Background: an optimization exercise with open tools, aiming at small area, a short achievable clock period and few clock cycles per item. Do not read the settings as production practice. The RTL was checked by simulation tests, not by an equivalence proof against the original design.

### flow/run.sh
#!/bin/bash
# synth_recipe.tcl (not shown) runs the flow's synth.tcl, then flattens the netlist and writes it again
# the make line also repeats each setting of config.mk as NAME=value (left out here)
make -C /OpenROAD-flow-scripts/flow DESIGN_CONFIG=/design/flow/config.mk WORK_HOME=/design/flow/orfs CLKGATE_MAP_FILE= SYNTH_SCRIPT=/design/flow/synth_recipe.tcl finish
### flow/config.mk
export PLATFORM = sky130hd
export DESIGN_NAME = cl_exit_check
export DESIGN_NICKNAME = cl_exit_check
export VERILOG_FILES = /design/flow/design.v
export SDC_FILE = /design/flow/constraint.sdc
export NUM_CORES = 4
export LEC_CHECK = 0
export CAP_MARGIN = 30
export CORE_MARGIN = 2
export CORE_UTILIZATION = 40
export SLEW_MARGIN = 30
### flow/constraint.sdc
create_clock -name core_clock -period 17.0 [get_ports {clk}]
set_input_delay 3.4000 -clock core_clock [delete_from_list [all_inputs] [get_ports {clk}]]
set_output_delay 3.4000 -clock core_clock [all_outputs]
set_load 0.01 [all_outputs]
### flow/design.v
module cl_exit_check (
    input  wire        clk,
    input  wire        rst,           
    input  wire        in_valid,
    output wire        in_ready,
    input  wire [63:0] in_data,
    input  wire [7:0]  in_lane,
    input  wire        in_last,
    input  wire [2:0]  in_nbytes,     
    input  wire [31:0] in_crc,        
    input  wire [25:0] in_handle,     
    output reg         res_valid,
    input  wire        res_ready,
    output reg  [1:0]  res_status,    
    output wire [2:0]  res_kind,
    output reg  [15:0] res_word,
    output reg  [7:0]  res_expected,
    output reg  [7:0]  res_found,
    output reg  [25:0] res_handle,
    input  wire [1:0]  stat_clr,      
    output reg         rec_valid,
    output reg         rec_lost,
    output wire [2:0]  rec_kind,
    output reg  [25:0] rec_desc,
    output reg  [15:0] rec_word,
    output reg  [7:0]  rec_expected,
    output reg  [7:0]  rec_found,
    output reg  [15:0] cnt_residue,
    output reg  [15:0] cnt_crc,
    output reg  [15:0] cnt_poison
);
    localparam [1:0] ST_CLEAN = 2'd0, ST_FAIL = 2'd1, ST_POISON = 2'd2;
    function [31:0] crc64;
        input [63:0] u;
        begin
            crc64[0]  = ^(u & 64'h1f91caf6386f2c25);
            crc64[1]  = ^(u & 64'h3f2395ec70de584b);
            crc64[2]  = ^(u & 64'h7e472bd8e1bcb097);
            crc64[3]  = ^(u & 64'hfc8e57b1c379612e);
            crc64[4]  = ^(u & 64'he68d6595be9dee78);
            crc64[5]  = ^(u & 64'hd28b01dd4554f0d5);
            crc64[6]  = ^(u & 64'hba87c94cb2c6cd8e);
            crc64[7]  = ^(u & 64'h6a9e586f5de2b738);
            crc64[8]  = ^(u & 64'hd53cb0debbc56e71);
            crc64[9]  = ^(u & 64'hb5e8ab4b4fe5f0c6);
            crc64[10] = ^(u & 64'h74409c60a7a4cda9);
            crc64[11] = ^(u & 64'he88138c14f499b53);
            crc64[12] = ^(u & 64'hce93bb74a6fc1a83);
            crc64[13] = ^(u & 64'h82b6bc1f75971923);
            crc64[14] = ^(u & 64'h1afcb2c8d3411e63);
            crc64[15] = ^(u & 64'h35f96591a6823cc6);
            crc64[16] = ^(u & 64'h6bf2cb234d04798c);
            crc64[17] = ^(u & 64'hd7e596469a08f318);
            crc64[18] = ^(u & 64'hb05ae67b0c7eca15);
            crc64[19] = ^(u & 64'h7f2406002092b80f);
            crc64[20] = ^(u & 64'hfe480c004125701f);
            crc64[21] = ^(u & 64'he301d2f6ba25cc1b);
            crc64[22] = ^(u & 64'hd9926f1b4c24b412);
            crc64[23] = ^(u & 64'hacb514c0a0264400);
            crc64[24] = ^(u & 64'h46fbe3777823a425);
            crc64[25] = ^(u & 64'h8df7c6eef047484a);
            crc64[26] = ^(u & 64'h047e472bd8e1bcb0);
            crc64[27] = ^(u & 64'h08fc8e57b1c37961);
            crc64[28] = ^(u & 64'h11f91caf6386f2c2);
            crc64[29] = ^(u & 64'h23f2395ec70de584);
            crc64[30] = ^(u & 64'h47e472bd8e1bcb09);
            crc64[31] = ^(u & 64'h8fc8e57b1c379612);
        end
    endfunction
    function [7:0] residue;
        input [63:0] d;
        reg [10:0] s;
        reg [8:0]  t;
        reg [7:0]  r;
        integer i;
        begin
            s = 11'd0;
            for (i = 0; i < 8; i = i + 1)
                s = s + {3'b000, d[8*i +: 8]};
            t = {1'b0, s[7:0]} + {6'd0, s[10:8]};
            r = t[7:0] + {7'd0, t[8]};
            residue = (r == 8'hFF) ? 8'h00 : r;
        end
    endfunction
    reg        s1_v;
    reg [63:0] s1_d;
    reg [7:0]  s1_lane;
    reg        s1_last;
    reg [2:0]  s1_nb;
    reg [31:0] s1_crc;
    reg [25:0] s1_h;
    reg        rdy_q;
    wire blocked = res_valid && !res_ready;
    wire commit  = s1_v && !blocked;
    wire take    = in_valid && rdy_q;
    assign in_ready = rdy_q;
    wire s1_v_next  = take || (s1_v && !commit);
    wire res_v_next = (commit && s1_last) || (res_valid && !res_ready);
    always @(posedge clk) begin
        if (rst) begin
            s1_v      <= 1'b0;
            rdy_q     <= 1'b0;
            res_valid <= 1'b0;
        end else begin
            s1_v      <= s1_v_next;
            res_valid <= res_v_next;
            rdy_q     <= !s1_v_next || !res_v_next;
        end
        if (take) begin
            s1_d    <= in_data;
            s1_lane <= in_lane;
            s1_last <= in_last;
            s1_nb   <= in_nbytes;
            s1_crc  <= in_crc;
            s1_h    <= in_handle;
        end
    end
    reg [31:0] crc_q;         
    reg [15:0] word_idx;      
    reg        poison_seen;
    reg        stopped;       
    reg        fail_seen;
    reg        multi;         
    reg        res_crc;       
    reg [1:0]  rec_k;         
    assign res_kind = (res_status == ST_CLEAN) ? 3'd0 : (res_crc ? 3'd6 : 3'd5);
    assign rec_kind = {rec_k[1] | rec_k[0], rec_k[1], rec_k[0]};
    wire [7:0] found     = residue(s1_d);
    wire       is_poison = (s1_lane == 8'hFF);
    wire       w_poison  = !stopped && is_poison;
    wire       w_mism    = !stopped && !is_poison && (s1_lane != found);
    wire [63:0] u   = s1_d ^ {32'd0, crc_q};
    wire [2:0]  sh  = s1_last ? (3'd0 - s1_nb) : 3'd0;
    wire [63:0] v   = u << {sh, 3'b000};
    wire [31:0] crc_next = crc64(v);
    reg  [31:0] hi;
    always @(*) begin
        case (s1_nb)
            3'd1:    hi = {8'd0,  crc_q[31:8]};
            3'd2:    hi = {16'd0, crc_q[31:16]};
            3'd3:    hi = {24'd0, crc_q[31:24]};
            default: hi = 32'd0;
        endcase
    end
    wire crc_bad = (crc_next ^ hi) != ~s1_crc;
    wire fail_before  = fail_seen || w_mism;
    wire poison_after = poison_seen || w_poison;
    wire c_mism = s1_last && (poison_after || !fail_before) && crc_bad;
    wire crc_only = !fail_before && c_mism;
    wire load_cur = !fail_seen && (w_mism || (w_poison && !poison_seen));
    wire any_m  = fail_before || c_mism;
    wire more_m = multi || (fail_seen && w_mism) || (fail_before && c_mism);
    reg [15:0] nx_word;
    reg [7:0]  nx_exp, nx_found;
    always @(*) begin
        if (crc_only) begin
            nx_word = 16'hFFFF; nx_exp = 8'd0; nx_found = 8'd0;
        end else if (load_cur) begin
            nx_word = word_idx; nx_exp = s1_lane; nx_found = found;
        end else begin
            nx_word = res_word; nx_exp = res_expected; nx_found = res_found;
        end
    end
    always @(posedge clk) begin
        if (rst) begin
            crc_q       <= 32'hFFFFFFFF;
            word_idx    <= 16'd0;
            poison_seen <= 1'b0;
            stopped     <= 1'b0;
            fail_seen   <= 1'b0;
            multi       <= 1'b0;
        end else if (commit) begin
            if (s1_last) begin
                crc_q       <= 32'hFFFFFFFF;
                word_idx    <= 16'd0;
                poison_seen <= 1'b0;
                stopped     <= 1'b0;
                fail_seen   <= 1'b0;
                multi       <= 1'b0;
            end else begin
                crc_q    <= crc_next;
                word_idx <= word_idx + 16'd1;
                if (w_mism && !poison_seen)
                    stopped <= 1'b1;
                if (w_poison)
                    poison_seen <= 1'b1;
                if (w_mism)
                    fail_seen <= 1'b1;
                if (w_mism && fail_seen)
                    multi <= 1'b1;
            end
        end
    end
    always @(posedge clk) begin
        if (commit) begin
            if (s1_last) begin
                res_handle <= s1_h;
                res_crc    <= crc_only;
                if (fail_before || c_mism)
                    res_status <= ST_FAIL;
                else if (poison_after)
                    res_status <= ST_POISON;
                else
                    res_status <= ST_CLEAN;
            end
            if (s1_last && !fail_before && !poison_after && !c_mism) begin
                res_word     <= 16'd0;
                res_expected <= 8'd0;
                res_found    <= 8'd0;
            end else begin
                res_word     <= nx_word;
                res_expected <= nx_exp;
                res_found    <= nx_found;
            end
        end
    end
    always @(posedge clk) begin
        if (rst) begin
            rec_valid    <= 1'b0;
            rec_lost     <= 1'b0;
            rec_k        <= 2'd0;
            rec_desc     <= 26'd0;
            rec_word     <= 16'd0;
            rec_expected <= 8'd0;
            rec_found    <= 8'd0;
            cnt_residue  <= 16'd0;
            cnt_crc      <= 16'd0;
            cnt_poison   <= 16'd0;
        end else begin
            if (stat_clr[0])
                rec_valid <= 1'b0;
            if (stat_clr[1])
                rec_lost <= 1'b0;
            if (commit && s1_last && any_m) begin
                if (!rec_valid || stat_clr[0]) begin
                    rec_valid    <= 1'b1;
                    rec_k        <= crc_only ? 2'b10 : 2'b01;
                    rec_desc     <= s1_h;
                    rec_word     <= nx_word;
                    rec_expected <= nx_exp;
                    rec_found    <= nx_found;
                    if (more_m)
                        rec_lost <= 1'b1;
                end else begin
                    rec_lost <= 1'b1;
                end
            end
            if (commit && w_mism && cnt_residue != 16'hFFFF)
                cnt_residue <= cnt_residue + 16'd1;
            if (commit && c_mism && cnt_crc != 16'hFFFF)
                cnt_crc <= cnt_crc + 16'd1;
            if (commit && s1_last && !fail_before && !c_mism && poison_after &&
                cnt_poison != 16'hFFFF)
                cnt_poison <= cnt_poison + 16'd1;
        end
    end
endmodule
==> summary.txt, run 1 <==
Run status
  – Status: finished clean

Route
  – WL met1: approximately 38,000 um
  – Post-DRT Antenna Nets: 0
  – Wire per inst: about 27 um
  – Met3 WL: ~8000 um
  – Routed WL: 95,200 um
  – Vias/cell: 5.59
  – First drt pass iteration count: 5
  – Remaining DRCs: 0
  – DR vias: about 20,000
  – Highest routed layer: met5
  – Wire length on met2: 43,800 um
  – Initial DRC Count: ~1,700

CTS
  – CTS Buf Count: 39
  – # clock sinks: 360
  – H-tree levels: 2
  – Hold buffers post-CTS: 0
  – Clock buffer depth: 3
  – CTS tree: built
  – Clock slew at reported path FFs: approximately 0.070 ns
  – Post-cts resize count: 0
  – Post-CTS Setup Bufs: 0
  – Worst-skew pair later-pin latency: ~0.58 ns
  – CTS root buf: clkbuf_16

Global routing
  – Largest net degree at the start of global routing: 62
  – Global-route wire length before repair: 138,000 um
  – Vias in the first global route: roughly 20,000
  – Total GRT Usage: between 20% and 30%
  – Final global-route overflow total: 0
  – Initial antenna violation count: 24

Critical path
  – Setup crit end kind: register
  – CP max stage cell: a311oi_2
  – Req. time, crit path: roughly 18 ns
  – Crit Path Class: reg2reg
  – CP max FO: 11
  – Most used cell, CP: fa_1
  – CP startpoint kind: register
  – Critical Path Max Stage Delay: roughly 0.7 ns
  – Crit path DAT: approximately 11 ns

Cells and area
  – Layout area overhead: 21.3%
  – # fillers: slightly below 6,000
  – Non-Filler Instances: 3,568
  – Fin nets: between 2,000 and 3,000
  – Sequential standard cell area: 9160 um2
  – Share of cells above drive strength 1: under 10%
  – Area occupied by multi-input gates: roughly 15,000 um2
  – Final instance area: about 31,000 um2

Min path
  – Min-Delay Path Class: reg2reg

Logic synthesis
  – Post-Syn Instances: ~2,400
  – Syn avg cell area: roughly 11 um2
  – Seq cells post-synth: 360
  – Post-synth EDFFs: between 150 and 200
  – Synth area leader: edfxtp_1
  – Register area share after synthesis: 35.8%
  – Top cell type's share of synthesized area: between 20% and 30%
  – Post-Syn Area: ~26,000 um2
  – Mapped Nets: between 2,000 and 3,000
  – Top cells by area, synth: edfxtp_1 23%, dfxtp_1 13%, xnor2_1 11%
  – Yosys warns: 1
  – Ys async rst share: 0%
  – Synth Flop Type: edfxtp_1
  – Synth cell types: roughly 120

Place
  – Port bufs: about 320
  – Final Wtd Congestion: 0.974
  – Placed wire-length estimate: around 74,000 um
  – Cell Area, Placed: between 20,000 and 30,000 um2
  – Dpl cells: 3,491

Floorplanning
  – Core Region: 63,100 um2
  – Rows: around 90
  – Die Span Y: between 200 and 300 um
  – Full die area: roughly 66,000 um2
  – Effective utilization at floorplan: 40.5%
  – # IOs: ~320
  – Die X: between 200 and 300 um

Timing
  – Worst Max-Slew Pin Slew: approximately 1.1 ns
  – Final setup TNS: 0 ns
  – Final Skew: around 0.038 ns
  – RSZ-0062 raised after global routing: false
  – Crit path time final: approximately 10 ns
  – Final period utilization: about three fifths
  – Final Hold Violating Endpoints: 0
  – FMAX: about 0.098 GHz
  – Final setup fails: 0
  – Worst rel slew slack: 29.4%
  – Fin. max-slew vios: 0

Job
  – Maxcap violations: 0
layer usage:
layer	global-route usage, %	up-vias
met5	0	-
met1	36.0	9864
met2	45.6	839
met4	12.5	38
li1	-	8993
met3	7.40	214
cell families after synthesis:
group / count (synthesis) / synth area share, %
AO/OA/AOI/OAI: 393 / 11.2
adder cells (fa/ha/maj): 73 / 4.97
AND/OR/NAND/NOR: 593 / 11.2
XOR/XNOR: 609 / 27.3
buffers and inverters: 276 / 4.56
flip-flops: 360 / 35.8
multiplexers: 108 / 5.01
flip-flops by register name, indices dropped and copies added (netlist names), 16 cells and up:
register / cells
cnt_crc: 16
cnt_poison: 16
cnt_residue: 16
crc_q: 32
rec_desc: 26
rec_word: 16
res_handle: 26
res_word: 16
s1_crc: 32
s1_d: 64
s1_h: 26
word_idx: 16
per-stage QoR:
stage          setup WS [ns]  utilization (%)  hold WS, ns
2_1_floorplan           8.24                -        0.426
4_1_cts                 6.79             49.1        0.444
6_report                6.81             49.2        0.442
5_1_grt                 6.02             49.1        0.458
3_3_place_gp            7.13             46.9        0.428
3_5_place_dp            6.89             46.9        0.431
placed cells by master (no fill, tap or decap), types with 24 or more instances in the layout:
cell type and count:
a21oi_1 102, buf_4 43, clkbuf_16 39, clkdlybuf4s50_1 314, dfxtp_1 165, edfxtp_1 195
fa_1 48, ha_1 24, inv_1 149, mux2i_1 75, nand2_1 158, nand3_1 38
nand4_1 30, nor2_1 200, nor3_1 30, o211ai_1 33, o21ai_0 41, o22ai_1 24
xnor2_1 331, xnor3_1 103, xor2_1 155
worst paths after layout:
kind,from,endpoint,slack (ns),cells after the start
worst max-delay path,s1_d[34],cnt_crc[15],6.81,36
worst min-delay path,s1_h[15],res_handle[15],0.44,0
worst max register to register,s1_d[34],cnt_crc[15],6.81,36
worst min register to register,s1_h[15],res_handle[15],0.44,0
cells in the mapped netlist (9+ instances only):
library cell	instances
a21oi_1	102
clkbuf_1	64
o22ai_1	24
xor2_1	155
o21ai_0	41
nand2_1	161
nand3_1	38
xnor3_1	103
buf_1	12
xnor2_1	331
or3_1	14
a211oi_1	15
mux2i_1	76
a22oi_1	23
dfxtp_1	165
buf_4	9
fa_1	48
nor2b_1	17
edfxtp_1	195
buf_2	32
mux2_2	12
nor3_1	31
nor2_1	201
and2_1	15
o211ai_1	33
and3_1	23
nand4_1	30
a221oi_1	21
ha_1	24
inv_1	150
area by class of cell:
type                            count  share of cell area [%]
Clock inverter                     24                    1.25
Clock buffer                       48                    3.32
Tap cell                          846                    3.41
Sequential cell                   360                    29.5
Antenna cell                        5                  0.0404
Multi-Input combinational cell   1776                    49.4
Inverter                          152                    1.84
Timing Repair Buffer              357                    11.2
critical path, delay by kind of cell, from the launching register on:
family	cells	cell delay, ns
DFF	1	0.43
xor gates and xnor gates	2	0.37
adders and majority gates	9	3.51
AOI/OAI and AO/OA	8	2.04
and+or+nand+nor	12	3.42
buffers and inverters	5	0.35
Testbench counts, summed over its fixed seeds: cycles 90,839, words 88,462.
==> run 2, diff against run 1 <==
--- a/flow/design.v
+++ b/flow/design.v
@@ -83,36 +83,18 @@
         end
     endfunction
-    reg        s1_v;
-    reg [63:0] s1_d;
-    reg [7:0]  s1_lane;
-    reg        s1_last;
-    reg [2:0]  s1_nb;
-    reg [31:0] s1_crc;
-    reg [25:0] s1_h;
-    reg        rdy_q;
-    wire blocked = res_valid && !res_ready;
-    wire commit  = s1_v && !blocked;
-    wire take    = in_valid && rdy_q;
-    assign in_ready = rdy_q;
-    wire s1_v_next  = take || (s1_v && !commit);
-    wire res_v_next = (commit && s1_last) || (res_valid && !res_ready);
-    always @(posedge clk) begin
-        if (rst) begin
-            s1_v      <= 1'b0;
-            rdy_q     <= 1'b0;
+    wire        s1_v    = in_valid;
+    wire [63:0] s1_d    = in_data;
+    wire [7:0]  s1_lane = in_lane;
+    wire        s1_last = in_last;
+    wire [2:0]  s1_nb   = in_nbytes;
+    wire [31:0] s1_crc  = in_crc;
+    wire [25:0] s1_h    = in_handle;
+    assign in_ready = !res_valid || res_ready;
+    wire commit = in_valid && in_ready;
+    always @(posedge clk) begin
+        if (rst)
             res_valid <= 1'b0;
-        end else begin
-            s1_v      <= s1_v_next;
-            res_valid <= res_v_next;
-            rdy_q     <= !s1_v_next || !res_v_next;
-        end
-        if (take) begin
-            s1_d    <= in_data;
-            s1_lane <= in_lane;
-            s1_last <= in_last;
-            s1_nb   <= in_nbytes;
-            s1_crc  <= in_crc;
-            s1_h    <= in_handle;
-        end
+        else
+            res_valid <= (commit && in_last) || (res_valid && !res_ready);
     end
     reg [31:0] crc_q;         
==> summary.txt, run 2 <==
Route
  – Post-DRT Antenna Nets: 0
  – DR vias: ~19,000
  – First drt pass iteration count: 5
  – Remaining DRCs: 0
  – Initial DRC Count: slightly above 2,000
  – Wire per inst: roughly 28 um
  – Vias/cell: about 5.8
  – Routed WL: approximately 94,000 um

Timing
  – Final setup fails: 0
  – Fin. max-slew vios: 0
  – RSZ-0062 raised after global routing: false
  – FMAX: between 0.07 and 0.08 GHz
  – Final Skew: approximately 0.013 ns
  – Worst rel slew slack: about a quarter
  – Worst Max-Slew Pin Slew: ~1.1 ns
  – Final setup TNS: 0 ns
  – Final Hold Violating Endpoints: 0
  – Final period utilization: around 80%
  – Crit path time final: around 14 ns

Min path
  – Hold Path Origin: rec_expected[3]
  – Hold depth: 2
  – Min-Delay Path Class: reg2reg
  – Hold EP: rec_expected[3]

Cells and area
  – Final core utilization: 49.7%
  – Share of cells above drive strength 1: about 7.3%
  – Largest register FFs: 32
  – Commonest non-fill, non-tap cell in the layout: xnor2_1
  – Layout area overhead: 22.5%
  – Most frequent cells in the layout: 320 x xnor2_1, 312 x clkdlybuf4s50_1, 229 x nor2_1
  – Final instance area: about 26,000 um2
  – Biggest regs: crc_q x32, rec_desc x26, res_handle x26
  – Fin nets: ~2,800
  – Ant diodes: 0
  – Top reg by flops: crc_q
  – # fillers: between 4,000 and 5,000

Global routing
  – Grt met2 use: a little over half
  – Grt met1 use: about 45%
  – Layer with the highest usage: met2
  – Final global-route overflow total: 0
  – Met3 usage: under 10%
  – Largest net degree at the start of global routing: 66
  – Vias in the first global route: between 15,000 and 20,000
  – Global-route wire length before repair: 136,000 um
  – Initial antenna violation count: 8
  – Total GRT Usage: roughly a third

Floorplanning
  – # IOs: 316
  – Effective utilization at floorplan: around 40%
  – Rows: between 80 and 90
  – Die Span Y: between 200 and 250 um
  – Core Region: roughly 53,000 um2
  – Full die area: ~55,000 um2
  – Die X: 235 um

Critical path
  – Most used cell, CP: fa_1
  – CP max FO: 37
  – Critical Path Max Stage Delay: a little under 0.7 ns
  – Worst R2R Start: crc_q[0]
  – CP startpoint kind: input pin
  – Setup crit end kind: register
  – RR Endpoint: rec_desc[14]
  – CP max stage cell: nand4_1
  – Path depth of the worst reg2reg path: 17
  – Crit path DAT: around 14 ns
  – Crit Path Class: in2reg
  – Req. time, crit path: 17.41 ns
  – FF-to-FF setup slack: roughly 9 ns

CTS
  – Hold buffers post-CTS: 0
  – H-tree levels: 1
  – Post-cts resize count: 0
  – Worst-skew pair later-pin latency: about 0.56 ns
  – # clock sinks: approximately 220
  – Clock slew at reported path FFs: roughly 0.06 ns
  – CTS tree: built
  – CTS Buf Count: 27
  – Post-CTS Setup Bufs: 0
  – CTS root buf: clkbuf_16
  – Clock buffer depth: 3

Logic synthesis
  – Top cells by area, synth: dfxtp_1 15%, xnor2_1 13%, xnor3_1 9.9%
  – Synth cell types: about 110
  – Ys async rst share: 0%
  – Seq cells post-synth: 224
  – Yosys warns: 1
  – Post-Syn Instances: roughly 2,300
  – Mapped Nets: around 2,500
  – Register area share after synthesis: between 20% and 30%
  – Syn avg cell area: 9.24 um2
  – Commonest cells in the netlist: 321 x xnor2_1, 232 x nor2_1, 173 x nand2_1
  – Post-synth EDFFs: 61
  – Synth area leader: dfxtp_1
  – Cell with the most instances after synthesis: xnor2_1
  – Post-Syn Area: between 20,000 and 25,000 um2
  – Synth Flop Type: dfxtp_1
  – Top cell type's share of synthesized area: between 10% and 20%

Run status
  – Status: finished clean

Job
  – Maxcap violations: 0

Place
  – Final Wtd Congestion: just over 1
  – Cell Area, Placed: roughly 25,000 um2
  – Placed wire-length estimate: 74,500 um
  – Port bufs: around 320
==> run 2: layer usage <==
layer | wire length, um | part of all wire, % | vias up
met4 | 3100 | 3.3 | 16
met3 | 8670 | 9.3 | 170
li1 | - | - | 8579
met1 | 39900 | 43 | 9402
met5 | 105 | 0.11 | -
met2 | 41900 | 45 | 876
==> run 2: stage by stage <==
step / instances / setup WS (ns) / hold slack [ns]
2_1_floorplan: 2313 / 5.35 / 0.438
3_3_place_gp: 3248 / 3.32 / 0.468
3_5_place_dp: 3249 / 2.84 / 0.482
4_1_cts: 3298 / 3.42 / 0.501
5_1_grt: 3298 / 2.66 / 0.527
6_report: 3298 / 3.34 / 0.504
==> run 2: worst max-delay path, delay by kind of cell <==
family	cells	cell delay [ns]
buffers and inverters	9	2.17
AO/OA/AOI/OAI	8	1.59
AND/OR/NAND/NOR	9	2.60
XOR/XNOR	2	0.30
adder cells (fa/ha/maj)	10	3.70
multiplexers	1	0.27
==> run 2: cell families (layout without fill, tap and decap cells) <==
| group | after synthesis | count (layout) | share of synthesized area, % |
|---|---|---|---|
| DFF | 224 | 224 | 23.8 |
| adders and majority gates | 73 | 73 | 5.95 |
| AOI/OAI and AO/OA | 414 | 414 | 13.8 |
| buffers and inverters | 251 | 548 | 4.86 |
| xor gates and xnor gates | 612 | 612 | 32.5 |
| muxes | 97 | 97 | 5.01 |
| and+or+nand+nor | 642 | 642 | 14.0 |
==> run 2: area by class of cell <==
cell class	instances	area, um2	area share, %
clock buffers	40	785	3.00
clock inverters	9	96.3	0.368
inverters	129	484	1.85
multi-input cells	1838	15300	58.5
flip-flops and latches	224	5090	19.5
well taps	688	861	3.29
repair buffers	370	3560	13.6
==> run 2: worst max-delay path by stage <==
stage	end	slack, ns	cells after the start	start
final	rec_desc[14]	3.34	39	in_data[34]
after global routing	rec_desc[14]	2.66	39	in_data[26]
after CTS	rec_desc[14]	3.42	39	in_data[34]
after detailed placement	rec_desc[14]	2.84	39	in_data[34]
after global placement	rec_desc[7]	3.32	39	in_data[26]
after floorplan	res_found[7]	5.35	39	in_data[26]
Testbench counts of run 2, summed over its fixed seeds: cycles 88,470, words 88,462.

## port drivers added, routing unchanged
The flow's constraints put no driver on any port. The routed layouts listed below were extracted and timed again, unchanged, in two steps.
Step 1 sets driving cells, clkbuf_16 on the clock port and buf_2 on the other inputs (assumed; they add their load-dependent delay and slew).
Step 2, shift: input delay + t, output delay - t, t = (earliest + latest rising clock arrival at the registers) / 2. This alone moves slack from input paths to output paths.
Slacks: no drivers / after step 1 / after step 2; pairs: no drivers / after step 1.
run | t, ns | slack for setup (ns) | hold WS [ns] | latest minus earliest clock arrival (ns) | slew at the worst register clock pin (ns)
run 1 | 0.612 | 6.809 / 6.809 / 6.809 | 0.442 / 0.442 / 0.442 | 0.039 / 0.038 | 0.07 / 0.07
run 2 | 0.614 | 3.338 / 3.371 / 2.757 | 0.504 / 0.504 / 0.504 | 0.014 / 0.014 | 0.06 / 0.06
After both steps every run listed still meets setup and hold. For run 2, which loses most, drivers alone change the setup slack by +0.033 ns; drivers and shift together by -0.581 ns.
